Background: an optimization exercise with open tools, aiming at small area, a short achievable clock period and few clock cycles per item. Do not read the settings as production practice.
The RTL was checked by simulation tests, not by an equivalence proof against the original design.
Power is estimated from default activity; no workload was simulated.

==> flow/design.v <==
module mtr_pulse (
    input  wire        clk,
    input  wire        rst,
    input  wire        in_valid,
    output wire        in_ready,
    input  wire        in_op,         
    input  wire [47:0] in_de,         
    input  wire [39:0] in_ts,         
    input  wire [23:0] in_dt,         
    input  wire [31:0] in_const,      
    output wire        out_valid,
    input  wire        out_ready,
    output wire [39:0] out_start,     
    output wire        busy,
    output wire [63:0] resid,         
    output wire [31:0] count          
);
    localparam [39:0] PULSE_DELAY_US = 40'd25000;
    localparam [39:0] KH_RESET       = 40'd225000;    
    reg        s1_valid;
    reg        s1_op;
    reg [47:0] s1_de;
    reg [39:0] s1_ts;         
    reg [23:0] s1_dt;
    reg [60:0] a_q;           
    reg [39:0] kh_q;          
    reg [31:0] count_q;
    reg        rep_q;         
    reg        sl_valid;
    reg [47:0] sl_f;
    reg [47:0] sl_de;
    reg [23:0] sl_dt;
    reg [39:0] sl_ts;
    reg        dv_busy;
    reg        dv_fin;        
    reg [4:0]  dv_cnt;        
    reg [47:0] dv_f;
    reg [47:0] dv_de;
    reg [47:0] dv_r;
    reg [23:0] dv_x;          
    reg [39:0] dv_ts;
    reg        o_pend;        
    reg        o_rnd;
    reg        o_valid;
    reg [39:0] o_start;
    wire fin_out  = dv_busy && dv_fin && !o_valid && !o_pend;
    wire dv_take  = sl_valid && (!dv_busy || fin_out);
    wire sl_space = !sl_valid || dv_take;
    wire s1_leave = s1_valid && !rep_q && (s1_op || sl_space);
    wire s1_free  = !s1_valid || s1_leave;
    assign in_ready  = s1_free;
    assign busy      = s1_valid || rep_q || sl_valid || dv_busy || o_pend || o_valid;
    assign out_valid = o_valid;
    assign out_start = o_start;
    assign resid     = {3'd0, a_q};
    assign count     = count_q;
    wire acc_e    = s1_leave && !s1_op;
    wire acc_c    = s1_leave && s1_op;
    wire rep_step = rep_q && sl_space;
    wire [60:0] add_de = rep_q ? 61'd0 : {13'd0, s1_de};
    wire [60:0] nk     = ~{1'b0, kh_q, 20'd0};
    wire [60:0] cs_s   = a_q ^ add_de ^ nk;
    wire [60:0] cs_c   = (a_q & add_de) | (a_q & nk) | (add_de & nk);
    wire [60:0] sum_s;
    wire [61:0] sum_t;
    wire        ss_co, st_co;
    bk_add #(61) u_ss (.a(a_q), .b(add_de), .ci(1'b0), .s(sum_s), .co(ss_co));
    bk_add #(62) u_st (.a({1'b0, cs_s}), .b({cs_c, 1'b0}), .ci(1'b1), .s(sum_t), .co(st_co));
    wire        ge     = sum_t[61];                            
    wire [60:0] a_next = ge ? sum_t[60:0] : sum_s;
    wire        pulse  = ge && (acc_e || rep_step);
    wire        big    = (kh_q[39:28] == 12'd0) && (s1_de[47:20] >= kh_q[27:0]);
    wire [47:0] f_op   = rep_q ? sl_f : ~a_q[47:0];
    wire [27:0] f_hi;
    wire        f_co;
    wire [19:0] f_lo   = f_op[19:0] + {19'd0, !rep_q};      
    wire        f_lc   = !rep_q && (a_q[19:0] == 20'd0);   
    bk_add #(28) u_f (.a(kh_q[27:0]), .b(f_op[47:20]), .ci(f_lc), .s(f_hi), .co(f_co));
    wire [47:0] f_next = {f_hi, f_lo};
    wire [31:0] c1     = {s1_ts[31:1], s1_ts[0] | (s1_ts[31:1] == 31'd0)};
    wire [39:0] kc_a   = {c1, 8'd0};
    wire [39:0] kc_b   = ~{3'd0, c1, 5'd0};
    wire [39:0] kc_c   = {8'd0, c1};
    wire [39:0] kc_s   = kc_a ^ kc_b ^ kc_c;
    wire [39:0] kc_k   = (kc_a & kc_b) | (kc_a & kc_c) | (kc_b & kc_c);
    wire [39:0] kh_new;
    wire        kh_co;
    bk_add #(40) u_kh (.a(kc_s), .b({kc_k[38:0], 1'b0}), .ci(1'b1), .s(kh_new), .co(kh_co));
    wire        dv_b   = dv_x[23] && !dv_fin;    
    wire [50:0] r2     = {2'b0, dv_r, 1'b0};
    wire [50:0] bf     = dv_b ? {3'b0, dv_f} : 51'd0;
    wire [50:0] t0, t1, t2;
    wire        t0_co, t1_co, t2_co;
    bk_add #(51) u_t0 (.a(r2), .b(bf), .ci(1'b0), .s(t0), .co(t0_co));
    wire [50:0] nd1    = ~{3'b0, dv_de};
    wire [50:0] nd2    = ~{2'b0, dv_de, 1'b0};
    wire [50:0] c1s    = r2 ^ bf ^ nd1;
    wire [50:0] c1c    = (r2 & bf) | (r2 & nd1) | (bf & nd1);
    bk_add #(51) u_t1 (.a(c1s), .b({c1c[49:0], 1'b0}), .ci(1'b1), .s(t1), .co(t1_co));
    wire [50:0] c2s    = r2 ^ bf ^ nd2;
    wire [50:0] c2c    = (r2 & bf) | (r2 & nd2) | (bf & nd2);
    bk_add #(51) u_t2 (.a(c2s), .b({c2c[49:0], 1'b0}), .ci(1'b1), .s(t2), .co(t2_co));
    wire        ge2    = !t2[50];
    wire        ge1    = !t1[50];
    wire [47:0] r_next = ge2 ? t2[47:0] : ge1 ? t1[47:0] : t0[47:0];
    wire [22:0] x_inc  = dv_x[22:0] + 23'd1;                  
    wire [22:0] xh     = ge2 ? x_inc : dv_x[22:0];
    wire [23:0] x_next = {xh, ge1 & !ge2};
    reg  [4:0]  lz;
    integer     i;
    always @(*) begin
        lz = 5'd24;
        for (i = 0; i < 24; i = i + 1)
            if (sl_dt[i]) lz = 5'd23 - i[4:0];
    end
    wire [23:0] dt_norm = sl_dt << lz;
    wire        f_eq    = (sl_f == sl_de);
    wire [39:0] start0, start1;
    wire        st0_co, st1_co;
    bk_add #(40) u_st0 (.a(dv_ts), .b({16'd0, dv_x}), .ci(1'b0), .s(start0), .co(st0_co));
    bk_add #(40) u_st1 (.a(o_start), .b(PULSE_DELAY_US), .ci(o_rnd), .s(start1), .co(st1_co));
    wire [31:0] count_inc;
    wire        cnt_co;
    bk_add #(32) u_cnt (.a(count_q), .b(32'd0), .ci(1'b1), .s(count_inc), .co(cnt_co));
    always @(posedge clk) begin
        if (rst) begin
            s1_valid <= 1'b0;
            a_q      <= 61'd0;
            kh_q     <= KH_RESET;
            count_q  <= 32'd0;
            rep_q    <= 1'b0;
            sl_valid <= 1'b0;
            dv_busy  <= 1'b0;
            dv_fin   <= 1'b0;
            o_pend   <= 1'b0;
            o_valid  <= 1'b0;
        end else begin
            if (s1_free)
                s1_valid <= in_valid;
            if (acc_c)
                a_q <= 61'd0;
            else if (acc_e || rep_step)
                a_q <= a_next;
            if (acc_c)
                kh_q <= kh_new;
            if (rep_q) begin
                if (!ge) rep_q <= 1'b0;
            end else if (acc_e && ge && big)
                rep_q <= 1'b1;
            if (sl_space)
                sl_valid <= pulse;
            if (dv_take) begin
                dv_busy <= 1'b1;
                dv_fin  <= (lz >= 5'd23);
            end else if (dv_busy && !dv_fin) begin
                dv_fin  <= (dv_cnt == 5'd1);
            end else if (fin_out) begin
                dv_busy <= 1'b0;
            end
            o_pend <= fin_out;
            if (o_pend)
                o_valid <= 1'b1;
            else if (out_ready)
                o_valid <= 1'b0;
            if (o_valid && out_ready)
                count_q <= count_inc;
        end
    end
    always @(posedge clk) begin
        if (s1_free) begin
            s1_op <= in_op;
            s1_de <= in_de;
            s1_ts <= in_op ? {8'd0, in_const} : in_ts;
            s1_dt <= in_dt;
        end
        if (sl_space) begin
            sl_f <= f_next;
            if (!rep_q) begin
                sl_de <= s1_de;
                sl_dt <= s1_dt;
                sl_ts <= s1_ts;
            end
        end
        if (dv_take) begin
            dv_f   <= sl_f;
            dv_de  <= sl_de;
            dv_r   <= (lz == 5'd24 || f_eq) ? 48'd0 : sl_f;
            dv_x   <= {dt_norm[22:0], f_eq && (lz != 5'd24)};
            dv_cnt <= 5'd23 - lz;
            dv_ts  <= sl_ts;
        end else if (dv_busy && !dv_fin) begin
            dv_r   <= r_next;
            dv_x   <= x_next;
            dv_cnt <= dv_cnt - 5'd1;
        end
        if (fin_out) begin
            o_start <= start0;
            o_rnd   <= ge1;
        end else if (o_pend)
            o_start <= start1;
    end
endmodule
module bk_add #(parameter integer W = 32) (
    input  wire [W-1:0] a,
    input  wire [W-1:0] b,
    input  wire         ci,
    output wire [W-1:0] s,
    output wire         co
);
    function integer lg2;              
        input integer n;
        integer m;
        begin
            lg2 = 0;
            for (m = n - 1; m > 0; m = m >> 1) lg2 = lg2 + 1;
        end
    endfunction
    localparam integer L = lg2(W + 1);
    wire [W:0] g0 = {a & b, ci};
    wire [W:0] p0 = {a ^ b, 1'b0};
    wire [W:0] g [0:2*L];
    wire [W:0] p [0:2*L];
    assign g[0] = g0;
    assign p[0] = p0;
    genvar lv, k;
    generate
        for (lv = 0; lv < L; lv = lv + 1) begin : up
            for (k = 0; k <= W; k = k + 1) begin : n
                if (((k + 1) % (2 << lv)) == 0) begin : c
                    assign g[lv+1][k] = g[lv][k] | (p[lv][k] & g[lv][k - (1 << lv)]);
                    assign p[lv+1][k] = p[lv][k] & p[lv][k - (1 << lv)];
                end else begin : t
                    assign g[lv+1][k] = g[lv][k];
                    assign p[lv+1][k] = p[lv][k];
                end
            end
        end
        for (lv = L - 1; lv > 0; lv = lv - 1) begin : dn
            for (k = 0; k <= W; k = k + 1) begin : n
                if (((k + 1) % (1 << lv)) == ((1 << lv) >> 1) && k >= (1 << lv)) begin : c
                    assign g[2*L-lv][k] = g[2*L-lv-1][k] | (p[2*L-lv-1][k] & g[2*L-lv-1][k - ((1 << lv) >> 1)]);
                    assign p[2*L-lv][k] = p[2*L-lv-1][k] & p[2*L-lv-1][k - ((1 << lv) >> 1)];
                end else begin : t
                    assign g[2*L-lv][k] = g[2*L-lv-1][k];
                    assign p[2*L-lv][k] = p[2*L-lv-1][k];
                end
            end
        end
    endgenerate
    wire [W:0] cg = g[2*L-1];
    assign s  = p0[W:1] ^ cg[W-1:0];
    assign co = cg[W];
endmodule
==> flow/flow/run.sh <==
#!/bin/bash
set -euo pipefail
bash standard.sh SETUP_SLACK_MARGIN=7.5 finish > standard_make.log 2>&1
==> flow/standard.sh <==
#!/bin/bash
# synth_recipe.tcl (not shown) runs the flow's synth.tcl, then flattens the netlist and writes it again
# the make line also repeats each setting of config.mk as NAME=value (left out here)
make -C /OpenROAD-flow-scripts/flow DESIGN_CONFIG=/design/flow/config.mk WORK_HOME=/design/flow/orfs CLKGATE_MAP_FILE= SYNTH_SCRIPT=/design/flow/synth_recipe.tcl "${@:-finish}"
==> flow/config.mk <==
export PLATFORM = sky130hd
export DESIGN_NAME = mtr_pulse
export DESIGN_NICKNAME = mtr_pulse
export VERILOG_FILES = /design/flow/design.v
export SDC_FILE = /design/flow/constraint.sdc
export NUM_CORES = 4
export LEC_CHECK = 0
export CAP_MARGIN = 20
export CORE_MARGIN = 2
export CORE_UTILIZATION = 40
export SLEW_MARGIN = 20
==> flow/constraint.sdc <==
create_clock -name core_clock -period 12.0 [get_ports {clk}]
set_input_delay 2.4000 -clock core_clock [delete_from_list [all_inputs] [get_ports {clk}]]
set_output_delay 2.4000 -clock core_clock [all_outputs]
set_load 0.01 [all_outputs]
==> results of run 1 <==
## stage by stage
step	total power (W)	hold slack (ns)	cells	setup WS, ns	util
floorplan	0.00735	0.400	4723	5.98	-
global placement	0.00894	0.401	6528	6.11	0.443
detailed placement	0.00902	0.405	6528	6.02	0.443
CTS	0.0131	0.398	6822	7.15	0.495
global route	0.0147	0.419	6908	6.95	0.510
finish	0.0139	0.396	6909	7.13	0.510
## critical path: stages, from the launching register on
cell	delay, ns
edfxtp_1	0.34
nor2b_4	0.22
buf_6	0.13
buf_12	0.13
buf_16	0.17
nand2_8	0.06
fa_2	0.57
inv_2	0.06
ha_4	0.26
nand4_1	0.09
o31a_1	0.37
a2111oi_4	0.29
buf_4	0.20
o211ai_4	0.10
buf_6	0.14
a21oi_4	0.18
o211ai_4	0.14
buf_8	0.18
buf_12	0.13
buf_16	0.13
buf_4	0.14
a211oi_2	0.20
xnor2_1	0.16
o22ai_1	0.11
## sequential cells by signal, summed over array words and instances, names as in the netlist, 5 cells and up, named ones only
register / count
dv_x: 24
a_q: 61
sl_dt: 24
dv_f: 48
dv_r: 48
sl_f: 47
sl_ts: 40
s1_dt: 24
kh_q: 40
count_q: 32
dv_ts: 40
s1_ts: 40
o_start: 40
sl_de: 48
dv_de: 48
dv_cnt: 5
s1_de: 48
## layer usage
metal  wire length (um)  vias to the layer above
met5                  0                        -
met4               7710                        0
met3              11000                      285
met2              71700                     1184
met1              65200                    18295
li1                   -                    17398
## what timing repair did
item | in CTS | in global routing
buffers inserted | 118 | 77
gates resized for setup | 394 | 211
hold buffers | 0 | 0
cloned | 29 | 9
endpoints found under the setup margin | 187 | 162
pin swaps | 141 | 156
## cell families after synthesis
kind of cell	Yosys count	synth area share
buf+inv	848	0.0654
flops	667	0.378
other cells	1	0.0000761
fa+ha+maj	780	0.245
compound gates	977	0.131
simple gates	1007	0.0972
xor+xnor	305	0.0544
mux	136	0.0286
## area by class of cell
cell class | count | area share
tap | 1625 | 0.0327
inverter | 714 | 0.0432
clock buffer | 90 | 0.0338
clock inverter | 57 | 0.0121
sequential | 667 | 0.300
antenna | 1 | 0.0000402
timing repair buffer | 546 | 0.0973
multi-input combinational | 3209 | 0.481
## power breakdown
part           internal (W)  switching [W]  total [W]
combinational       0.00358        0.00417    0.00775
clock               0.00158        0.00108    0.00266
sequential          0.00299       0.000469    0.00346
total               0.00815        0.00572     0.0139
## worst paths after layout
check | from | to
worst max-delay path | dv_x[23] | dv_x[5]
worst min-delay path | sl_ts[0] | dv_ts[0]
worst max register to register | dv_x[23] | dv_x[5]
worst min register to register | sl_ts[0] | dv_ts[0]
## cell usage in the layout, fill, tap and decap left out, types with 32 or more instances in the layout
cell type / n
mux2_2: 39
nand4_1: 72
o21ai_0: 136
clkdlybuf4s50_1: 280
buf_4: 158
inv_1: 689
nand2b_1: 58
a21o_1: 187
xor2_1: 99
dfxtp_1: 131
ha_4: 41
ha_1: 426
nor3_1: 66
nor2_1: 209
o21ai_1: 43
clkbuf_16: 89
a22oi_2: 34
a211oi_1: 33
edfxtp_1: 527
nand3_1: 65
buf_6: 32
fa_1: 290
a21oi_1: 215
mux2i_1: 95
nand2_1: 311
xnor2_1: 195
==> notes.md, run 1 <==
prevailing post-synth register cell edfxtp_1; post-layout minimum cycle time 4.87 ns; Synth area leader edfxtp_1; Pleak 27.1 nW; Setup CP Type register to register; Final Skew 0.0500 ns; Max Slew Vio Count 0; Clock Sinks 667; RSZ-0062 raised after global routing true; Worst-Margin Slew 1.16 ns; Synth async-reset ratio 0; Setup TNS Final 0 ns; Fmax 206 MHz; first-pass GRT wire length 228000 um; Placer Congestion 0.898; clk latency of the worst-skew pair 0.70 ns; Hold Path Depth 0; Yosys Warn Count 7; VDD IR-drop max 126 uV; Routed Antenna Nets 0; drt pass-1 iters 5; initial antenna violation count 0; final setup fails 0; Final period util 0.405; Reg2Reg Depth 23; status finished clean; area grow syn2layout 26.3%; DP Wirelength 108000 um; CTS tree done; Commonest cells post-synth inv_1, edfxtp_1, ha_1; Netlist cell types 80; post-synthesis sequential area ratio 0.378; count leader, synth inv_1; TritonCTS buffer count 81; Worst Setup End Kind register; met2 Track Usage GR 0.386; hold crit path type register to register; number of synthesized flops with an enable pin 527; reg2reg setup slack 7.13 ns; fillcell total 10.8k; max_cap viols 0; Reg clk slew, reported paths 0.06 ns; Register Area 18600 um2; register bit total from synthesis 667; drt via density 5.38; H-tree depth 3; core region area 122000 um2; IO Pins 288; final-report hold violation count 0; largest net degree at the start of global routing 115; post-DR wirelength/cell 22.5 um; crit path DAT 5.23 ns; total global routing overflow 0; Mapped Area 49300 um2; Most Crowded Layer GR met2; leading post-synthesis cells by cell area edfxtp_1, fa_1, ha_1, dfxtp_1, inv_1; fin area 62200 um2; drt drc 0; Die ar. 126000 um2; met3 Use GR 0.0539; PortBufs 284; Gate Count Post-Synth 4721; Root Driver clkbuf_16; 1st-iter DRT viols 2671; Slew headroom 0.228; die height 355 um; startpoint types register; clk buf depth 3; P per Cell Area 223 nW/um2; overall routing resource usage 0.240; Die W 355 um; Post-Syn Area per Cell 10.4 um2; area of the multi-input gates 29900 um2; CP max FO 6; DR vias 37.2k; DP Area 54100 um2; share of layout cells above drive strength 1 0.156; top cell type's share of synthesized area 0.321; Starting Density 0.404; final net count 6148; vias in the first global route 37.4k; final WL 156000 um; met1 Usage GRT 0.309; Site Rows 128; Req. time, crit path 12.37 ns
Testbench counts, summed over its fixed seeds: cycles 27,111, increments 19,380.
==> run 2: changes to the inputs <==
==> flow/flow/run.sh (replaced) <==
#!/bin/bash
set -euo pipefail
bash standard.sh SETUP_SLACK_MARGIN=6.5 finish > standard_make.log 2>&1
==> run 2 against run 1 <==
Highest routed layer unchanged; synthesized cell count stayed put; non-clock buffer count fell by 213; maximum frequency fell by 8.9%; sequential share of layout area up 2.7 points; critical path type unchanged; via count decreased by 4.1%.
==> notes.md, run 2 <==
max_cap viols 0 (unchanged); Final Skew 0.0478 ns (-0.00213 ns); post-DR wirelength/cell 21.3 um (-5.4%); Setup CP Type register to register; drt drc 0 (unchanged); CP max FO 24 (+18); Worst-Margin Slew 1.13 ns (-0.0274 ns); Met2 Wirelength 66100 um (-7.8%); startpoint types register; Root Driver clkbuf_16; Final period util 0.445 (+0.0394); Site Rows 128 (unchanged); post-synthesis sequential area ratio 0.378 (unchanged); Routed Antenna Nets 0 (unchanged); post-layout minimum cycle time 5.34 ns (+0.473 ns); Mapped Area 49300 um2 (unchanged); met3 WL 9210 um (-17%); share of layout cells above drive strength 1 0.0584 (-0.0980); Synth area leader edfxtp_1; Synth async-reset ratio 0 (unchanged); Clock Sinks 667 (unchanged); Gate Count Post-Synth 4721 (unchanged); CP Capture Point dv_r[46]; DP Area 54000 um2 (-0.15%); final WL 143000 um (-8.4%); Register Area 18600 um2 (about the same); total global routing overflow 0 (unchanged); P per Cell Area 205 nW/um2 (-8.2%); post-route insts no fill 6696 (-3.1%); leading post-synthesis cells by cell area edfxtp_1, fa_1, ha_1, dfxtp_1, inv_1; routed length on met1 62400 um (-4.3%); die height 355 um (unchanged); Die W 355 um (unchanged); fin worst setup slack 6.66 ns (-0.473 ns); most frequent cells in the layout inv_1, edfxtp_1, ha_1, nand2_1, fa_1; initial antenna violation count 2 (+2); largest net degree at the start of global routing 92 (-20%); H-tree depth 3 (unchanged); final setup fails 0 (unchanged); Reg-to-Reg Start dv_fin; Slew headroom 0.244 (+0.0166); Post-Syn Area per Cell 10.4 um2 (unchanged); core region area 122000 um2 (unchanged); vias in the first global route 35.7k (-4.7%); Worst Setup End Kind register; Starting Density 0.404 (unchanged); Req. time, crit path 12.39 ns (+0.02 ns); most common cell after layout, fill and taps aside inv_1; dpl ws 5.38 ns (-0.647 ns); number of synthesized flops with an enable pin 527 (unchanged); IO Pins 288 (unchanged); TritonCTS buffer count 79 (-2.5%); fillcell total 11.4k (+5.5%); drt via density 5.32 (-1.1%); CTS tree done; DP Wirelength 109000 um (+1.1%); fin area 57100 um2 (-8.2%); area of the multi-input gates 27700 um2 (-7.4%); Cells after DPL 6528 (unchanged); first-pass GRT wire length 217000 um (-5.0%); diodes inserted 0 (-1); Die ar. 126000 um2 (unchanged); uppermost routed layer met4; reg2reg setup slack 6.66 ns (-0.47 ns); Pleak 25.3 nW (-6.7%); DR vias 35.6k (-4.1%); VDD IR-drop max 156 uV (+24%); max FFs per register 61 (unchanged); Commonest cells post-synth inv_1, edfxtp_1, ha_1; RSZ-0062 raised after global routing false; Fmax 187 MHz (-8.9%); status finished clean; hold crit path type register to register; Placer Congestion 0.900 (+0.21%); count leader, synth inv_1; overall routing resource usage 0.225 (-0.0148); Max Slew Vio Count 0 (unchanged); hold buffers post-CTS 0 (unchanged); area grow syn2layout 15.9%; Reg2Reg Depth 19 (-17%); Yosys Warn Count 7 (unchanged); top cell type's share of synthesized area 0.321 (unchanged); 1st-iter DRT viols 2836 (+6.2%); Netlist cell types 80 (unchanged); Largest Register a_q; register bit total from synthesis 667 (unchanged); PortBufs 284 (unchanged); final-report hold violation count 0 (unchanged); prevailing post-synth register cell edfxtp_1; CP startpoint dv_fin; drt pass-1 iters 7 (+2); Reg clk slew, reported paths 0.07 ns (about the same); Setup TNS Final 0 ns (unchanged); final net count 5935 (-3.5%); clk latency of the worst-skew pair 0.67 ns (-0.03 ns); Worst R2R End dv_r[46]; clk buf depth 3 (unchanged); crit path DAT 5.73 ns (+0.50 ns)
==> run 2: changes by cell type in the layout (fill, tap and decap cells not counted), moves of 22 or more <==
cell     previous run  this run
a21oi_1           215       246
a22oi_1             4        38
a22oi_2            34         0
buf_12             27         2
buf_16             24         2
buf_4             158        35
buf_6              32         5
ha_1              426       469
ha_4               41         0
inv_1             689       712
o21ai_0           136       194
o21ai_1            43         7
==> run 2: cell type report <==
class / count / share of cell area
sequential: 667 / 0.326
clock inverter: 46 / 0.00940
timing repair buffer: 333 / 0.0593
multi-input combinational: 3211 / 0.486
inverter: 714 / 0.0470
tap: 1625 / 0.0356
clock buffer: 100 / 0.0367
==> run 2: metal layers <==
metal,GRT usage,up-vias
met5,0,-
met4,0.0753,0
met3,0.0421,207
met2,0.368,957
met1,0.300,17518
li1,-,16948
==> run 2: power breakdown <==
part	leakage, nW	internal [W]	switching, W	total, W
logic	17.7	0.00245	0.00332	0.00577
registers	6.34	0.00299	0.000442	0.00343
clock network	1.27	0.00143	0.00106	0.00249
==> run 2: cell families (layout without fill, tap and decap cells) <==
group | count (synthesis) | count (layout) | synth area share
and+or+nand+nor | 1007 | 1009 | 0.0972
AOI/OAI and AO/OA | 977 | 978 | 0.131
buffers and inverters | 848 | 1193 | 0.0654
adders and majority gates | 780 | 780 | 0.245
DFF | 667 | 667 | 0.378
xor gates and xnor gates | 305 | 305 | 0.0544
muxes | 136 | 136 | 0.0286
other | 1 | 3 | 0.0000761
==> run 2: worst min path at each step <==
stage / from / to / slack, ns / depth (start not counted)
floorplan: sl_ts[0] / dv_ts[0] / 0.40 / 0
finish: sl_ts[3] / dv_ts[3] / 0.41 / 0
CTS: sl_ts[30] / dv_ts[30] / 0.41 / 0
global route: sl_ts[22] / dv_ts[22] / 0.42 / 0
global placement: sl_ts[13] / dv_ts[13] / 0.40 / 0
detailed placement: sl_ts[22] / dv_ts[22] / 0.40 / 0
==> run 2: critical path, cell delays in order (launching register included) <==
cell       delay, ns
dfxtp_1         0.40
nor2b_4         0.18
buf_12          0.20
nand2_1         0.15
fa_1            0.50
inv_1           0.07
ha_1            0.29
a21o_1          0.18
a21o_1          0.26
a2111oi_4       0.43
o32a_1          0.36
a21oi_1         0.21
or2_4           0.32
a211o_1         0.33
a21o_1          0.20
a21o_1          0.18
fa_1            0.37
xor2_1          0.15
a21oi_1         0.17
o21ai_0         0.10
==> run 2: repair_timing <==
item / in CTS / in global routing
endpoints found under the setup margin: 144 / 103
pin swaps: 5 / 4
resized for setup: 30 / 26
cloned: 5 / 2
endpoints found under the hold margin: 0 / 0
setup buffers: 5 / 10
==> run 2: stage by stage <==
step           power, W   util  hold slack, ns
6_report         0.0117  0.468           0.411
5_1_grt          0.0125  0.468           0.418
4_1_cts          0.0116  0.466           0.414
3_5_place_dp    0.00903  0.442           0.405
3_3_place_gp    0.00895  0.442           0.401
2_1_floorplan   0.00733      -           0.400
==> run 3: changes to the inputs <==
==> flow/flow/run.sh (replaced) <==
#!/bin/bash
set -euo pipefail
bash standard.sh SETUP_SLACK_MARGIN=7.0 finish > standard_make.log 2>&1
==> run 3 against run 2 <==
First-iteration DRC count down 15%; largest power group unchanged; synthesized cell count unchanged; critical path type unchanged; sequential power about the same; final cell count up 0.73%.
==> notes.md, run 3 <==
Gate Count Post-Synth 4721 (unchanged); crit path cell chain nor2b_4 -> buf_12 -> nand2_8 -> fa_1 -> inv_2 -> ha_4 -> a21o_1 -> a21o_4 -> a2111oi_4 -> buf_4 -> o32a_1 -> a21oi_4 -> or2_4 -> a211o_1 -> a21o_1 -> a21o_1 -> fa_2 -> xor2_2 -> a21oi_2 -> o21ai_1; Clock Sinks 667 (unchanged); Synth area leader edfxtp_1; DR vias 35.8k (+0.38%); post-synthesis sequential area ratio 0.378 (unchanged); CTS tree done; Starting Density 0.404 (unchanged); max FFs per register 61 (unchanged); prevailing post-synth register cell edfxtp_1; Pleak 25.8 nW (+1.9%); Comb pwr share 0.506 (+0.012); Site Rows 128 (unchanged); slowest CP cell fa_1; status finished clean; 1st-iter DRT viols 2420 (-15%); share of layout cells above drive strength 1 0.0824 (+0.0241); post-DR wirelength/cell 21.7 um (+1.7%); Routed Antenna Nets 0 (unchanged); count leader, synth inv_1; Placer Congestion 0.901 (+0.12%); reg2reg setup slack 7.09 ns (+0.43 ns); Max Slew Vio Count 0 (unchanged); Reg clk slew, reported paths 0.06 ns (about the same); Slew headroom 0.276 (+0.0313); diodes inserted 0 (unchanged); VDD IR-drop max 145 uV (-7.4%); area grow syn2layout 18.3%; net switching power 0.00499 W (+3.6%); Post-Syn Area per Cell 10.4 um2 (unchanged); Int Power 0.00711 W (+3.6%); Worst Setup End Kind register; final-report hold violation count 0 (unchanged); first-pass GRT wire length 222000 um (+2.4%); total global routing overflow 0 (unchanged); Synth async-reset ratio 0 (unchanged); clk latency of the worst-skew pair 0.66 ns (about the same); CP max FO 6 (-75%); most common cell after layout, fill and taps aside inv_1; DP Wirelength 109000 um (about the same); Req. time, crit path 12.38 ns (about the same); register bit total from synthesis 667 (unchanged); crit path DAT 5.29 ns (-0.44 ns); Yosys Warn Count 7 (unchanged); drt drc 0 (unchanged); most frequent cells in the layout inv_1, edfxtp_1, ha_1, nand2_1, fa_1; Worst-Margin Slew 1.09 ns (-0.0442 ns); final WL 146000 um (+2.4%); die height 355 um (unchanged); drt pass-1 iters 6 (-1); max_cap viols 0 (unchanged); RSZ-0062 raised after global routing true; TritonCTS buffer count 81 (+2.5%); largest net degree at the start of global routing 92 (unchanged); P per Cell Area 208 nW/um2 (+1.5%); post-layout minimum cycle time 4.91 ns (-0.427 ns); Die ar. 126000 um2 (unchanged); Netlist cell types 80 (unchanged); number of synthesized flops with an enable pin 527 (unchanged); H-tree depth 3 (unchanged); Die W 355 um (unchanged); final net count 5982 (+0.79%); IO Pins 288 (unchanged); Fmax 204 MHz (+8.7%); most used cell, CP a21o_1; leading post-synthesis cells by cell area edfxtp_1, fa_1, ha_1, dfxtp_1, inv_1; Setup CP Type register to register; sw frac 0.413 (about the same); drt via density 5.30 (-0.35%); Largest Register a_q; initial antenna violation count 2 (unchanged); Final period util 0.409 (-0.0355); clk buf depth 3 (unchanged); top cell type's share of synthesized area 0.321 (unchanged); Root Driver clkbuf_16; hold crit path type register to register; vias in the first global route 36.6k (+2.5%); overall routing resource usage 0.231 (+0.00601); clock network power share 0.210 (-0.003); Commonest cells post-synth inv_1, edfxtp_1, ha_1; Mapped Area 49300 um2 (unchanged); Largest stage delay, worst path 0.53 ns (+0.03 ns); fin area 58300 um2 (+2.0%); PortBufs 284 (unchanged); Buf+Inv Stages, Crit Path 3 (+1); core region area 122000 um2 (unchanged); power share of the sequential group 0.283 (-0.011); DP Area 54000 um2 (about the same); Setup TNS Final 0 ns (unchanged); final setup fails 0 (unchanged); largest delay contributor family on the critical path compound AO/OA/AOI/OAI gates; Final Skew 0.0210 ns (-0.0268 ns); startpoint types register
==> run 3: area by class of cell <==
cell class	instances	area (um2)
clock buffer	95	2130
timing repair buffer	381	4080
sequential	667	18600
multi-input combinational	3208	28100
fill	11270	63800
tap	1625	2030
clock inverter	55	597
inverter	714	2690
==> run 3: worst paths after layout <==
path / startpoint / end / cells past startpoint
min reg2reg: sl_ts[13] / dv_ts[13] / 0
min: sl_ts[13] / dv_ts[13] / 0
max: dv_x[23] / dv_r[46] / 20
max reg2reg: dv_x[23] / dv_r[46] / 20
==> run 3: layer usage <==
layer,vias to the layer above,part of all wire,wire length [um],global-route usage
met5,-,0.000075,11,0
met4,2,0.036,5190,0.0786
met3,202,0.062,9120,0.0428
met2,900,0.47,68500,0.382
met1,17594,0.43,63200,0.304
li1,17066,-,-,-
==> run 3: cell families (layout without fill, tap and decap cells) <==
group	count (synthesis)	after routing	synth area share
DFF	667	667	0.378
adders and majority gates	780	780	0.245
xor gates and xnor gates	305	305	0.0544
buffers and inverters	848	1245	0.0654
muxes	136	136	0.0286
AOI/OAI and AO/OA	977	977	0.131
and+or+nand+nor	1007	1007	0.0972
other	1	3	0.0000761
==> run 3: per-stage QoR <==
step | utilization | total power [W] | instances | hold slack, ns | worst slack, ns
after floorplan | - | 0.00733 | 4723 | 0.400 | 5.98
after global placement | 0.442 | 0.00897 | 6528 | 0.402 | 5.73
after detailed placement | 0.442 | 0.00904 | 6528 | 0.405 | 5.60
after CTS | 0.472 | 0.0119 | 6706 | 0.412 | 6.93
after global routing | 0.478 | 0.0130 | 6745 | 0.414 | 6.91
final | 0.478 | 0.0121 | 6745 | 0.416 | 7.09
==> run 3: power by group through the flow <==
| stage | Combinational [W] | Clock, W | Sequential [W] |
|---|---|---|---|
| after floorplan | 0.00406 | 0 | 0.00327 |
| after global placement | 0.00552 | 0 | 0.00346 |
| after detailed placement | 0.00558 | 0 | 0.00346 |
| after CTS | 0.00585 | 0.00260 | 0.00342 |
| after global routing | 0.00682 | 0.00269 | 0.00347 |
| final | 0.00613 | 0.00255 | 0.00343 |
==> run 3: repair_timing <==
item / in CTS / in global routing
hold buffers: 0 / 0
endpoints found under the setup margin: 162 / 140
pin swaps: 11 / 39
resized for setup: 80 / 94
cloned: 11 / 3
setup buffers: 17 / 36
==> run 4: changes to the inputs <==
==> flow/flow/run.sh (replaced) <==
#!/bin/bash
set -euo pipefail
bash standard.sh SETUP_SLACK_MARGIN=7.0 CORE_UTILIZATION=60 finish > standard_make.log 2>&1
==> run 4 against run 3 <==
Hold slack got worse by 0.0053 ns; via count rose by 0.78%; design area fell by 2.2%; largest cell class unchanged; global-route usage rose by 9.2 points; largest power group unchanged; count of clock-buffer cells in the layout rose by 4; still clean; synthesized cell count did not move.
==> notes.md, run 4 <==
crit path DAT 5.30 ns (about the same); Synth area leader edfxtp_1; area grow syn2layout 15.6%; hold_sp sl_ts[1]; Tot Pwr 0.0118 W (-2.7%); Placer Congestion 0.914 (+1.5%); final-report hold violation count 0 (unchanged); Mapped Area 49300 um2 (unchanged); Synth async-reset ratio 0 (unchanged); Hold Path Depth 0 (unchanged); Worst Setup End Kind register; Starting Density 0.603 (+0.199); Worst-Margin Slew 1.04 ns (-0.0462 ns); Int Power 0.00692 W (-2.6%); vias in the first global route 35.8k (-2.1%); core region area 81700 um2 (-33%); crit path cell chain nor2b_4 -> buf_12 -> nand2_2 -> fa_1 -> inv_1 -> ha_1 -> a21o_1 -> a21o_4 -> a2111oi_4 -> o32a_1 -> buf_4 -> a21oi_2 -> or2_4 -> a211o_1 -> a21o_1 -> a21o_1 -> fa_1 -> xor2_1 -> a21oi_2 -> o21ai_0; TritonCTS buffer count 75 (-7.4%); Setup TNS Final 0 ns (unchanged); CP max FO 5 (-1); Req. time, crit path 12.35 ns (-0.03 ns); Die ar. 84400 um2 (-33%); Reg-to-Reg Start dv_x[23]; first-pass GRT wire length 210000 um (-5.5%); Worst R2R End dv_r[46]; reg2reg setup slack 7.04 ns (-0.04 ns); post-synthesis sequential area ratio 0.378 (unchanged); final net count 5961 (-0.35%); max_cap viols 0 (unchanged); Comb pwr share 0.509 (+0.003); clock network power share 0.200 (-0.010); VDD IR-drop max 129 uV (-11%); CTS tree done; DP Wirelength 101000 um (-6.8%); Final Skew 0.0390 ns (+0.0180 ns); overall routing resource usage 0.323 (+0.0918); slowest CP cell fa_1; number of synthesized flops with an enable pin 527 (unchanged); most frequent cells in the layout inv_1, edfxtp_1, ha_1, nand2_1, fa_1; Largest stage delay, worst path 0.48 ns (-0.05 ns); clk latency of the worst-skew pair 0.64 ns (-0.02 ns); Final period util 0.413 (+0.00360); DR vias 36.0k (+0.78%); Root Driver clkbuf_16; Commonest cells post-synth inv_1, edfxtp_1, ha_1; hold buffers post-CTS 0 (unchanged); drt pass-1 iters 5 (-1); status finished clean; Largest Register a_q; Netlist cell types 80 (unchanged); drt drc 0 (unchanged); Setup CP Type register to register; Clock Sinks 667 (unchanged); Fmax 202 MHz (-0.87%); final WL 136000 um (-6.8%); Reg2Reg Depth 20 (unchanged); Die W 291 um (-18%); initial antenna violation count 1 (-1); count leader, synth inv_1; Post-Syn Area per Cell 10.4 um2 (unchanged); share of layout cells above drive strength 1 0.0727 (-0.00973); dpl ws 5.64 ns (+0.0392 ns); prevailing post-synth register cell edfxtp_1; fin worst setup slack 7.04 ns (-0.0432 ns); hold crit path type register to register; 1st-iter DRT viols 2985 (+23%); PortBufs 284 (unchanged); RSZ-0062 raised after global routing true; startpoint types register; most used cell, CP a21o_1; largest net degree at the start of global routing 97 (+5.4%); Max Slew Vio Count 0 (unchanged); H-tree depth 3 (unchanged); leading post-synthesis cells by cell area edfxtp_1, fa_1, ha_1, dfxtp_1, inv_1; most common cell after layout, fill and taps aside inv_1; Routed Antenna Nets 0 (unchanged); post-DR wirelength/cell 22.1 um (+2.0%); Reg clk slew, reported paths 0.06 ns (about the same); diodes inserted 0 (unchanged); die height 291 um (-18%); drt via density 5.85 (+10%); clk buf depth 3 (unchanged); Pleak 25.5 nW (-1.1%); post-layout minimum cycle time 4.96 ns (+0.0432 ns); top cell type's share of synthesized area 0.321 (unchanged); final core utilization 0.697 (+0.220); Hold Crit Endpoint dv_ts[1]; Slew headroom 0.306 (+0.0308); sw frac 0.412 (-0.000613); Yosys Warn Count 7 (unchanged); net switching power 0.00485 W (-2.9%); Site Rows 105 (-18%); max FFs per register 61 (unchanged); P per Cell Area 207 nW/um2 (-0.50%); power share of the sequential group 0.292 (+0.009); total global routing overflow 0 (unchanged); IO Pins 288 (unchanged); register bit total from synthesis 667 (unchanged); final setup fails 0 (unchanged); Gate Count Post-Synth 4721 (unchanged)
==> run 4: changes by cell type in the layout (fill, tap and decap cells not counted), moves of 4 or more <==
cell	before	now
bufinv_16	9	5
fa_1	306	310
buf_4	66	57
clkinv_4	3	7
fa_2	5	1
clkinv_1	9	5
clkinv_2	13	9
a22oi_1	34	30
a22oi_2	4	8
inv_6	9	4
clkinvlp_4	11	5
clkbuf_8	1	5
clkbuf_1	11	16
==> run 4: cell families after synthesis <==
logic type / Yosys count / share of synthesized area
other: 1 / 0.0000761
xor gates and xnor gates: 305 / 0.0544
DFF: 667 / 0.378
buffers and inverters: 848 / 0.0654
adders and majority gates: 780 / 0.245
and+or+nand+nor: 1007 / 0.0972
muxes: 136 / 0.0286
AOI/OAI and AO/OA: 977 / 0.131
==> run 4: power groups by stage <==
| stage | sequential (W) | clock, W | combinational (W) |
|---|---|---|---|
| 3_5_place_dp | 0.00346 | 0 | 0.00550 |
| 5_1_grt | 0.00347 | 0.00247 | 0.00666 |
| 4_1_cts | 0.00341 | 0.00238 | 0.00575 |
| 2_1_floorplan | 0.00327 | 0 | 0.00406 |
| 6_report | 0.00343 | 0.00235 | 0.00599 |
| 3_3_place_gp | 0.00346 | 0 | 0.00541 |
==> run 4: area by class of cell <==
| cell class | count | area [um2] |
|---|---|---|
| sequential | 667 | 18600 |
| tap | 1070 | 1340 |
| multi-input combinational | 3209 | 28000 |
| timing repair buffer | 365 | 3830 |
| inverter | 714 | 2690 |
| clock inverter | 36 | 388 |
| fill | 6326 | 24700 |
| clock buffer | 99 | 2090 |
==> run 4: worst max path at each step <==
stage,from,to,slack [ns]
final,dv_x[23],dv_r[46],7.04
after global routing,rep_q,a_q[2],6.81
after CTS,rep_q,a_q[49],6.96
after detailed placement,rep_q,a_q[49],5.64
after global placement,rep_q,a_q[49],5.79
after floorplan,dv_busy,in_ready,5.98
==> run 4: metrics by stage <==
step / cell area (um2) / cells / hold slack [ns]
2_1_floorplan: 49300 / 4723 / 0.400
3_3_place_gp: 53300 / 5974 / 0.401
3_5_place_dp: 53300 / 5974 / 0.405
4_1_cts: 56400 / 6136 / 0.409
5_1_grt: 57000 / 6160 / 0.420
6_report: 57000 / 6160 / 0.410
==> run 4: per-layer routing <==
layer | part of all wire | vias up | routed length [um] | global-route usage
li1 | - | 17014 | - | -
met1 | 0.43 | 17577 | 58400 | 0.459
met2 | 0.45 | 1233 | 61800 | 0.508
met3 | 0.083 | 217 | 11300 | 0.0525
met4 | 0.034 | 2 | 4590 | 0.105
met5 | 0.000081 | - | 11 | 0
==> run 4: repair_timing <==
action	CTS	global route
buffers inserted	19	20
gates resized for setup	72	72
pin swaps	10	18
gates cloned	8	4
hold endpoints to repair	0	0
setup endpoints to repair	162	140
==> run 4: worst max-delay path: cells and delay by family (launching register included) <==
kind            cells  cell delay (ns)
compound gates     10             2.07
xor+xnor            1             0.16
simple gates        3             0.57
fa+ha+maj           3             1.15
flops               1             0.35
buf+inv             3             0.37
==> run 5: changes to the inputs <==
--- a/flow/design.v
+++ b/flow/design.v
@@ -34,6 +34,7 @@
     reg        dv_busy;
     reg        dv_fin;        
     reg [4:0]  dv_cnt;        
+    reg        dv_b;          
     reg [47:0] dv_f;
     reg [47:0] dv_de;
     reg [47:0] dv_r;
@@ -86,7 +87,6 @@
     wire [39:0] kh_new;
     wire        kh_co;
     bk_add #(40) u_kh (.a(kc_s), .b({kc_k[38:0], 1'b0}), .ci(1'b1), .s(kh_new), .co(kh_co));
-    wire        dv_b   = dv_x[23] && !dv_fin;    
     wire [50:0] r2     = {2'b0, dv_r, 1'b0};
     wire [50:0] bf     = dv_b ? {3'b0, dv_f} : 51'd0;
     wire [50:0] t0, t1, t2;
@@ -187,11 +187,13 @@
             dv_r   <= (lz == 5'd24 || f_eq) ? 48'd0 : sl_f;
             dv_x   <= {dt_norm[22:0], f_eq && (lz != 5'd24)};
             dv_cnt <= 5'd23 - lz;
+            dv_b   <= dt_norm[22] && (lz < 5'd23);
             dv_ts  <= sl_ts;
         end else if (dv_busy && !dv_fin) begin
             dv_r   <= r_next;
             dv_x   <= x_next;
             dv_cnt <= dv_cnt - 5'd1;
+            dv_b   <= dv_x[22] && (dv_cnt != 5'd1);
         end
         if (fin_out) begin
             o_start <= start0;
==> run 5 against run 4 <==
Largest power group unchanged; synthesized cell count increased by 0.44%; register-to-register slack improved by 0.11 ns; synthesized area shrank 0.26%; global-route usage decreased by 0.76 points; clock power up 12%; non-clock buffer count increased by 8; maximum frequency is 0.65% higher; critical endpoint is now in_ready; sequential power is 4% higher; flip-flop and latch count grew 1; hold slack improved by 0.0031 ns; wire length shrank 1.7%; design area hardly changed.
==> notes.md, run 5 <==
Req. time, crit path 9.60 ns (-2.75 ns); P per Cell Area 225 nW/um2 (+8.7%); final setup fails 0 (unchanged); dpl ws 6.06 ns (+0.414 ns); VDD IR-drop max 212 uV (+65%); Commonest cells post-synth inv_1, edfxtp_1, ha_1; post-route insts no fill 6192 (+0.52%); area grow syn2layout 15.9%; power share of the sequential group 0.279 (-0.013); top cell type's share of synthesized area 0.323 (+0.00146); crit path cell chain nand2_1 -> or3_4 -> nand3_4 -> nor2_4 -> o21ai_4 -> buf_12 -> clkdlybuf4s50_1; Int Power 0.00746 W (+7.7%); Worst R2R End dv_r[46]; clk buf depth 3 (unchanged); net switching power 0.00533 W (+9.8%); startpoint types register; Setup CP Type register to output port; CP max FO 3 (-2); initial antenna violation count 1 (unchanged); Routed Antenna Nets 0 (unchanged); largest net degree at the start of global routing 83 (-14%); Netlist cell types 84 (+5.0%); number of synthesized flops with an enable pin 528 (+0.19%); fin worst setup slack 7.08 ns (+0.0320 ns); max_cap viols 0 (unchanged); Gate Count Post-Synth 4742 (+0.44%); Slew headroom 0.282 (-0.0246); Max Slew Vio Count 0 (unchanged); most frequent cells in the layout inv_1, edfxtp_1, ha_1, nand2_1, fa_1; TritonCTS buffer count 78 (+4.0%); clk latency of the worst-skew pair 0.64 ns (about the same); final core utilization 0.705 (+0.00734); drt pass-1 iters 5 (unchanged); final WL 134000 um (-1.7%); leading post-synthesis cells by cell area edfxtp_1, fa_1, ha_1, dfxtp_1, inv_1; Setup TNS Final 0 ns (unchanged); Worst-Margin Slew 1.08 ns (+0.0370 ns); Synth async-reset ratio 0 (unchanged); Hold Path Depth 0 (unchanged); largest delay contributor family on the critical path simple AND/OR/NAND/NOR gates; hold crit path type register to register; Root Driver clkbuf_16; Mapped Area 49100 um2 (-0.26%); post-synthesis sequential area ratio 0.380 (+0.00161); CTS tree done; Die W 290 um (-0.13%); RSZ-0062 raised after global routing false; Cells after DPL 5985 (+0.18%); 1st-iter DRT viols 2866 (-4.0%); Worst Setup End Kind output port; Hold Crit Endpoint dv_ts[27]; Tot Pwr 0.0128 W (+8.6%); Largest stage delay, worst path 0.53 ns (+0.05 ns); fillcell total 6148 (-2.8%); die height 290 um (-0.13%); Pleak 25.8 nW (+0.84%); reg2reg setup slack 7.15 ns (+0.11 ns); prevailing post-synth register cell edfxtp_1; DP Wirelength 100000 um (-1.4%); final net count 5995 (+0.57%); Synth area leader edfxtp_1; Reg-to-Reg Start dv_b; Final period util 0.410 (-0.00267); Site Rows 104 (-0.95%); Fmax 203 MHz (+0.65%); core region area 80800 um2 (-1.1%); Yosys Warn Count 7 (unchanged); status finished clean; Comb pwr share 0.516 (+0.007); Reg2Reg Depth 21 (+5.0%); slowest CP cell clkdlybuf4s50_1; most common cell after layout, fill and taps aside inv_1; max FFs per register 61 (unchanged); sw frac 0.417 (+0.00467); PortBufs 284 (unchanged); drt via density 5.80 (-0.92%); Starting Density 0.608 (+0.00517); post-layout minimum cycle time 4.92 ns (-0.0320 ns); drt drc 0 (unchanged); first-pass GRT wire length 205000 um (-2.1%); Post-Syn Area per Cell 10.4 um2 (-0.71%); IO Pins 288 (unchanged); total global routing overflow 0 (unchanged); Buf+Inv Stages, Crit Path 2 (-1); crit path DAT 2.52 ns (-2.78 ns); Die ar. 84200 um2 (-0.26%); Clock Sinks 668 (+0.15%); vias in the first global route 35.5k (-0.84%); count leader, synth inv_1; final-report hold violation count 0 (unchanged); Placer Congestion 0.918 (+0.44%); Largest Register a_q; hold_sp sl_ts[27]; post-DR wirelength/cell 21.6 um (-2.2%); clock network power share 0.205 (+0.005); Reg clk slew, reported paths 0.06 ns (about the same); overall routing resource usage 0.315 (-0.00763); DR vias 35.9k (-0.41%); Final Skew 0.0225 ns (-0.0165 ns); register bit total from synthesis 668 (+0.15%); share of layout cells above drive strength 1 0.0758 (+0.00312); H-tree depth 3 (unchanged)
==> run 5: logic make-up (layout without fill, tap and decap cells) <==
logic type,Yosys count,in the layout,share of synthesized area
simple gates,1054,1056,0.101
compound gates,951,951,0.123
buf+inv,835,1220,0.0648
fa+ha+maj,780,780,0.246
flops,668,668,0.380
xor+xnor,305,305,0.0544
mux,148,148,0.0311
other cells,1,4,0.0000763
==> run 5: worst max-delay path by stage <==
stage / startpoint / cells after the start / to
detailed placement: rep_q / 17 / a_q[27]
global placement: rep_q / 17 / a_q[41]
floorplan: dv_busy / 7 / in_ready
finish: dv_busy / 7 / in_ready
CTS: dv_fin / 7 / in_ready
global route: dv_b / 21 / dv_r[34]
==> run 5: routing by layer <==
layer	track usage	part of all wire	up-vias
li1	-	-	16968
met1	0.460	0.44	17430
met2	0.492	0.45	1313
met3	0.0535	0.084	186
met4	0.0774	0.026	0
met5	0	0	-
==> run 5: layout make-up <==
type | instances | area (um2) | share of cell area
inverters | 702 | 2640 | 0.0464
multi-input cells | 3243 | 27800 | 0.488
clock inverters | 50 | 662 | 0.0116
clock buffers | 95 | 2180 | 0.0382
diodes | 1 | 2.50 | 0.0000439
repair buffers | 373 | 3700 | 0.0649
flip-flops and latches | 668 | 18700 | 0.328
well taps | 1060 | 1330 | 0.0233
==> run 5: what timing repair did <==
item                       CTS  global route
gates cloned                 4             4
hold buffers                 0             0
buffers inserted            10            42
setup endpoints to repair  123           130
pin swaps                    2            25
resized for setup           42            63
==> run 5: stage by stage <==
stage	hold slack (ns)	instance area, um2
floorplan	0.400	49200
global placement	0.401	53100
detailed placement	0.405	53100
CTS	0.414	56300
global route	0.417	56900
finish	0.413	56900
==> run 5: power groups by stage <==
stage | registers [W] | clock network [W] | logic (W)
CTS | 0.00354 | 0.00266 | 0.00633
global placement | 0.00358 | 0 | 0.00610
floorplan | 0.00336 | 0 | 0.00467
global route | 0.00360 | 0.00274 | 0.00739
finish | 0.00357 | 0.00263 | 0.00659
detailed placement | 0.00359 | 0 | 0.00619
Testbench counts of run 5, summed over its fixed seeds: cycles 27,111, increments 19,380.
==> run 6: changes to the inputs <==
==> flow/flow/run.sh (replaced) <==
#!/bin/bash
set -euo pipefail
bash standard.sh SETUP_SLACK_MARGIN=7.5 CORE_UTILIZATION=60 finish > standard_make.log 2>&1
==> run 6 against run 5 <==
First-iteration DRC count increased by 14%; count of clock-buffer cells in the layout stayed put; synthesized cell count unchanged; synthesized area unchanged; clock skew grew 0.013 ns; critical path type is now register to register; global-route usage rose by 1.2 points; maximum frequency up 3.1%; highest routed layer unchanged; largest cell class unchanged.
==> notes.md, run 6 <==
status finished clean; Reg clk slew, reported paths 0.06 ns (about the same); clk buf depth 3 (unchanged); initial antenna violation count 2 (+1); number of synthesized flops with an enable pin 528 (unchanged); area grow syn2layout 21.2%; Setup TNS Final 0 ns (unchanged); crit path DAT 5.16 ns (+2.64 ns); register bit total from synthesis 668 (unchanged); DP Area 53300 um2 (+0.27%); VDD IR-drop max 205 uV (-3.5%); crit path cell chain buf_12 -> buf_16 -> buf_6 -> nand2_4 -> fa_1 -> inv_2 -> ha_4 -> nand4_1 -> nor3_2 -> o211a_1 -> buf_6 -> o21a_1 -> o21ai_4 -> buf_6 -> a211oi_4 -> o32ai_4 -> buf_12 -> buf_6 -> buf_16 -> mux2i_1 -> nand2_1 -> o21ai_1 -> o21ai_1; drt pass-1 iters 6 (+1); IO Pins 288 (unchanged); reg2reg setup slack 7.22 ns (+0.07 ns); Final period util 0.398 (-0.0122); most common cell after layout, fill and taps aside inv_1; slowest CP cell fa_1; Synth async-reset ratio 0 (unchanged); final setup fails 0 (unchanged); Worst Setup End Kind register; post-synthesis sequential area ratio 0.380 (unchanged); Netlist cell types 84 (unchanged); Register Area 18700 um2 (about the same); post-layout minimum cycle time 4.78 ns (-0.146 ns); Mapped Area 49100 um2 (unchanged); Yosys Warn Count 7 (unchanged); 1st-iter DRT viols 3255 (+14%); CTS tree done; largest net degree at the start of global routing 82 (-1.2%); clk latency of the worst-skew pair 0.66 ns (+0.02 ns); post-DR wirelength/cell 22.6 um (+4.4%); Final Skew 0.0355 ns (+0.0129 ns); Setup CP Type register to register; Clock Sinks 668 (unchanged); P per Cell Area 242 nW/um2 (+7.8%); total global routing overflow 0 (unchanged); Post-Syn Area per Cell 10.4 um2 (unchanged); CP max FO 7 (+4); final WL 142000 um (+6.2%); startpoint types register; leading post-synthesis cells by cell area edfxtp_1, fa_1, ha_1, dfxtp_1, inv_1; Die W 290 um (unchanged); vias in the first global route 36.4k (+2.5%); Gate Count Post-Synth 4742 (unchanged); DR vias 37.1k (+3.3%); Pleak 26.6 nW (+3.3%); Max Slew Vio Count 0 (unchanged); Root Driver clkbuf_16; Starting Density 0.608 (unchanged); final-report hold violation count 0 (unchanged); Placer Congestion 0.930 (+1.2%); Largest stage delay, worst path 0.49 ns (-0.04 ns); area of the multi-input gates 29100 um2 (+4.9%); PortBufs 284 (unchanged); drt drc 0 (unchanged); share of layout cells above drive strength 1 0.135 (+0.0587); Routed Antenna Nets 0 (unchanged); max FFs per register 61 (unchanged); most used cell, CP buf_6; hold crit path type register to register; core region area 80800 um2 (unchanged); Die ar. 84200 um2 (unchanged); Worst-Margin Slew 1.06 ns (-0.0221 ns); Slew headroom 0.296 (+0.0147); Largest Register a_q; fin area 59600 um2 (+4.6%); H-tree depth 3 (unchanged); max_cap viols 0 (unchanged); die height 290 um (unchanged); count leader, synth inv_1; DP Wirelength 100000 um (+0.14%); top cell type's share of synthesized area 0.323 (unchanged); first-pass GRT wire length 213000 um (+3.5%); Commonest cells post-synth inv_1, edfxtp_1, ha_1; prevailing post-synth register cell edfxtp_1; Fmax 209 MHz (+3.1%); RSZ-0062 raised after global routing true; Req. time, crit path 12.39 ns (+2.79 ns); most frequent cells in the layout inv_1, edfxtp_1, ha_1, nand2_1, fa_1; fillcell total 5702 (-7.3%); Synth area leader edfxtp_1; overall routing resource usage 0.327 (+0.0121); Site Rows 104 (unchanged); drt via density 5.89 (+1.6%); TritonCTS buffer count 77 (-1.3%); final net count 6096 (+1.7%)
==> run 6: cell count changes in the layout (fill, tap and decap cells not counted), sizes merged <==
cell | previous run | this run
buf | 87 | 182
inv | 710 | 713
bufbuf | 1 | 3
nor2 | 209 | 210
bufinv | 14 | 9
clkdlybuf4s50 | 282 | 280
or2 | 17 | 18
clkbuf | 98 | 103
clkinv | 22 | 23
diode | 1 | 4
==> run 6: path summary, 6_finish.rpt <==
kind          endpoint  depth (start not counted)  startpoint
max           dv_r[29]                         23        dv_b
min          dv_ts[21]                          0   sl_ts[21]
max reg2reg   dv_r[29]                         23        dv_b
min reg2reg  dv_ts[21]                          0   sl_ts[21]
==> run 6: report_power, final <==
| part | switching [W] | internal (W) |
|---|---|---|
| logic | 0.00454 | 0.00377 |
| registers | 0.000503 | 0.00306 |
| clock network | 0.00106 | 0.00148 |
| total | 0.00611 | 0.00831 |
==> run 6: kinds of logic after synthesis <==
family	count (synthesis)	synth area share
other	1	0.0000763
buffers and inverters	835	0.0648
adder cells (fa/ha/maj)	780	0.246
AND/OR/NAND/NOR	1054	0.101
flip-flops	668	0.380
XOR/XNOR	305	0.0544
AO/OA/AOI/OAI	951	0.123
multiplexers	148	0.0311
==> run 6: layer usage <==
| metal | GRT usage | up-vias | wire length, um |
|---|---|---|---|
| li1 | - | 17170 | - |
| met1 | 0.470 | 18192 | 60500 |
| met2 | 0.515 | 1487 | 64300 |
| met3 | 0.0537 | 245 | 12400 |
| met4 | 0.0958 | 0 | 4800 |
| met5 | 0 | - | 0 |
==> run 6: through the flow <==
step / util / hold WS, ns / cells / setup WS (ns) / power [W]
2_1_floorplan: - / 0.400 / 4744 / 6.23 / 0.00809
3_3_place_gp: 0.659 / 0.401 / 5983 / 6.02 / 0.00969
3_5_place_dp: 0.659 / 0.405 / 5983 / 5.88 / 0.00979
4_1_cts: 0.719 / 0.416 / 6229 / 7.31 / 0.0135
5_1_grt: 0.737 / 0.420 / 6292 / 7.10 / 0.0153
6_report: 0.737 / 0.413 / 6296 / 7.22 / 0.0144
==> run 6: worst max-delay path, delay by kind of cell (launching register included) <==
| kind | cells | cell delay [ns] |
|---|---|---|
| buf+inv | 9 | 1.23 |
| mux | 1 | 0.23 |
| compound gates | 7 | 1.19 |
| simple gates | 4 | 0.65 |
| fa+ha+maj | 2 | 0.78 |
| flops | 1 | 0.40 |
==> run 6: cell type report <==
| class | count | area share |
|---|---|---|
| clock inverter | 49 | 0.0107 |
| tap | 1060 | 0.0223 |
| timing repair buffer | 473 | 0.0841 |
| antenna | 4 | 0.000168 |
| sequential | 668 | 0.314 |
| inverter | 702 | 0.0444 |
| multi-input combinational | 3245 | 0.489 |
| clock buffer | 95 | 0.0356 |
==> run 6: timing repair <==
| item | CTS | global route |
|---|---|---|
| hold endpoints to repair | 0 | 0 |
| hold buffers | 0 | 0 |
| endpoints found under the setup margin | 175 | 138 |
| gates resized for setup | 263 | 186 |
| buffers inserted | 86 | 54 |
| cloned | 16 | 7 |
| pin swaps | 95 | 126 |
==> run 7: changes to the inputs <==
==> flow/flow/run.sh (replaced) <==
#!/bin/bash
set -euo pipefail
bash standard.sh SETUP_SLACK_MARGIN=7.25 CORE_UTILIZATION=60 finish > standard_make.log 2>&1
==> run 7 against run 6 <==
Still clean on timing, DRC and antenna; clock skew up 0.0020 ns; total power is 7.8% lower; first-iteration DRC count fell by 7.6%; via count is 2.5% lower; non-clock buffer count down 61; wire length decreased by 4.7%; maximum frequency rose by 0.31%; final cell count fell by 1.1%; core utilization fell by 2.1 points; largest power group unchanged.
==> notes.md, run 7 <==
status finished clean; hold crit path type register to register; post-DR wirelength/cell 21.7 um (-3.6%); Largest Register a_q; drt via density 5.81 (-1.5%); initial antenna violation count 6 (+4); total global routing overflow 0 (unchanged); Comb pwr share 0.552 (-0.024); Routed Antenna Nets 0 (unchanged); most common cell after layout, fill and taps aside inv_1; TritonCTS buffer count 76 (-1.3%); Starting Density 0.608 (unchanged); 1st-iter DRT viols 3006 (-7.6%); vias in the first global route 35.7k (-1.9%); Post-Syn Area per Cell 10.4 um2 (unchanged); Die ar. 84200 um2 (unchanged); Die W 290 um (unchanged); final WL 135000 um (-4.7%); core region area 80800 um2 (unchanged); leading post-synthesis cells by cell area edfxtp_1, fa_1, ha_1, dfxtp_1, inv_1; share of layout cells above drive strength 1 0.0999 (-0.0347); Gate Count Post-Synth 4742 (unchanged); Reg-to-Reg Start dv_b; number of synthesized flops with an enable pin 528 (unchanged); clk buf depth 3 (unchanged); final net count 6032 (-1.0%); first-pass GRT wire length 207000 um (-2.4%); DP Wirelength 99400 um (-0.67%); count leader, synth inv_1; H-tree depth 3 (unchanged); CP max FO 18 (+11); startpoint types register; clock network power share 0.180 (+0.003); crit path DAT 5.11 ns (-0.05 ns); Setup CP Type register to register; Site Rows 104 (unchanged); RSZ-0062 raised after global routing true; clk latency of the worst-skew pair 0.64 ns (-0.02 ns); register bit total from synthesis 668 (unchanged); Clock Sinks 668 (unchanged); Root Driver clkbuf_16; final-report hold violation count 0 (unchanged); CTS tree done; Max Slew Vio Count 0 (unchanged); VDD IR-drop max 210 uV (+2.4%); P per Cell Area 230 nW/um2 (-5.0%); die height 290 um (unchanged); Synth async-reset ratio 0 (unchanged); most frequent cells in the layout inv_1, edfxtp_1, ha_1, nand2_1, fa_1; max_cap viols 0 (unchanged); Pleak 26.0 nW (-2.3%); Hold Path Depth 0 (unchanged); overall routing resource usage 0.319 (-0.00864); post-synthesis sequential area ratio 0.380 (unchanged); PortBufs 284 (unchanged); top cell type's share of synthesized area 0.323 (unchanged); Reg2Reg Depth 19 (-17%); reg2reg setup slack 7.24 ns (about the same); Slew headroom 0.291 (-0.00563); Setup TNS Final 0 ns (unchanged); drt drc 0 (unchanged); net switching power 0.00555 W (-9.1%); Commonest cells post-synth inv_1, edfxtp_1, ha_1; Hold Crit Endpoint dv_ts[18]; sw frac 0.417 (-0.00608); Yosys Warn Count 7 (unchanged); area grow syn2layout 17.7%; Fmax 210 MHz (+0.31%); prevailing post-synth register cell edfxtp_1; Placer Congestion 0.914 (-1.7%); power share of the sequential group 0.268 (+0.021); Mapped Area 49100 um2 (unchanged); Worst Setup End Kind register; Final Skew 0.0375 ns (+0.00202 ns); drt pass-1 iters 6 (unchanged); final setup fails 0 (unchanged); Worst-Margin Slew 1.06 ns (+0.00844 ns); Int Power 0.00775 W (-6.8%); hold_sp sl_ts[18]; Reg clk slew, reported paths 0.06 ns (about the same); Final period util 0.397 (-0.00122); IO Pins 288 (unchanged); post-layout minimum cycle time 4.76 ns (-0.0146 ns); Synth area leader edfxtp_1; Netlist cell types 84 (unchanged); Req. time, crit path 12.35 ns (-0.04 ns); final core utilization 0.716 (-0.0211); Worst R2R End dv_r[24]; max FFs per register 61 (unchanged); largest net degree at the start of global routing 74 (-9.8%); DR vias 36.2k (-2.5%)
-- run 7: cell counts after synthesis --
Identical to the previous run, type by type.
-- run 7: worst max path at each step --
stage,from,endpoint,slack (ns),depth (start not counted)
finish,dv_b,dv_r[24],7.24,19
global placement,rep_q,a_q[21],5.71,18
CTS,dv_b,dv_r[46],7.18,21
global route,dv_b,dv_r[29],7.09,23
floorplan,dv_busy,in_ready,6.23,7
detailed placement,rep_q,a_q[22],5.61,18
-- run 7: timing repair --
| action | in CTS | in global routing |
|---|---|---|
| hold endpoints to repair | 0 | 0 |
| setup endpoints to repair | 163 | 146 |
| buffers inserted | 35 | 47 |
| pin swaps | 19 | 61 |
| gates resized for setup | 106 | 153 |
| cloned | 8 | 6 |
| hold buffers | 0 | 0 |
-- run 7: critical path, cell delays in order (launching register included) --
cell	delay [ns]
edfxtp_1	0.34
buf_6	0.19
buf_8	0.15
buf_16	0.15
nand2_2	0.09
fa_1	0.50
inv_2	0.05
ha_2	0.31
nand4_1	0.20
buf_4	0.24
nor4_2	0.33
o21a_4	0.22
o21ai_4	0.09
buf_6	0.14
a211oi_4	0.29
o32ai_4	0.15
buf_6	0.17
bufbuf_16	0.30
a211oi_1	0.38
o21ai_0	0.16
-- run 7: cell type report --
type	count	area [um2]
antenna	3	7.51
clock buffer	94	2070
clock inverter	46	487
fill	6038	23000
inverter	702	2640
multi-input combinational	3243	28400
sequential	668	18700
tap	1060	1330
timing repair buffer	412	4250
-- run 7: power groups by stage --
stage          Sequential [W]  Clock [W]  Combinational [W]
2_1_floorplan         0.00336          0            0.00468
3_3_place_gp          0.00357          0            0.00608
4_1_cts               0.00354    0.00243            0.00666
5_1_grt               0.00360    0.00252            0.00817
3_5_place_dp          0.00358          0            0.00618
6_report              0.00356    0.00240            0.00734
-- run 7: cell families after synthesis --
| kind of cell | Yosys count | synth area share |
|---|---|---|
| other | 1 | 0.0000763 |
| adders and majority gates | 780 | 0.246 |
| and+or+nand+nor | 1054 | 0.101 |
| xor gates and xnor gates | 305 | 0.0544 |
| muxes | 148 | 0.0311 |
| AOI/OAI and AO/OA | 951 | 0.123 |
| DFF | 668 | 0.380 |
| buffers and inverters | 835 | 0.0648 |
-- run 7: metrics by stage --
stage                     setup WS (ns)  power [W]  hold WS, ns  instances  cell area, um2
after floorplan                    6.23    0.00804        0.400       4744           49300
after detailed placement           5.61    0.00976        0.405       5988           53200
final                              7.24     0.0133        0.405       6228           57900
after CTS                          7.18     0.0126        0.410       6171           56700
after global routing               7.09     0.0143        0.423       6228           57900
after global placement             5.71    0.00966        0.400       5988           53200
-- run 7: per-layer routing --
metal	routed length [um]	vias up	track usage
met5	0	-	0
met4	3920	0	0.0918
met3	10600	210	0.0522
met2	61500	1205	0.497
met1	59300	17687	0.461
li1	-	17052	-

-- separate check: timing with driven ports --
Ports are ideal in the flow. The routed layouts listed here were re-timed in OpenROAD. Step 1 sets driving cells, clkbuf_16 on the clock port and buf_2 on the other inputs (assumed; they add their load-dependent delay and slew). Step 2 also shifts input and output timing later by t, the mid clock arrival at the registers, as if the neighbouring blocks saw the same clock. Three values: ideal, step 1, step 2; two values: the first two.
| run | t (ns) | setup WS [ns] | worst setup path after step 2 | worst register clock-pin slew, ns |
|---|---|---|---|---|
| run 1 | 0.745 | 7.134 / 7.134 / 7.134 | register to register | 0.07 / 0.07 |
| run 2 | 0.722 | 6.662 / 6.626 / 6.662 | register to register | 0.07 / 0.07 |
| run 3 | 0.732 | 7.088 / 7.088 / 7.088 | register to register | 0.07 / 0.07 |
| run 4 | 0.689 | 7.045 / 7.045 / 6.957 | input to register | 0.07 / 0.07 |
| run 5 | 0.696 | 7.077 / 7.007 / 7.119 | input to register | 0.07 / 0.07 |
| run 6 | 0.713 | 7.223 / 7.223 / 7.223 | register to register | 0.07 / 0.07 |
| run 7 | 0.697 | 7.238 / 7.221 / 6.931 | input to register | 0.07 / 0.07 |
After both steps every run listed still meets setup and hold. The setup slack of run 7, which loses most, moves by -0.017 ns with the drivers and by -0.307 ns with both steps.
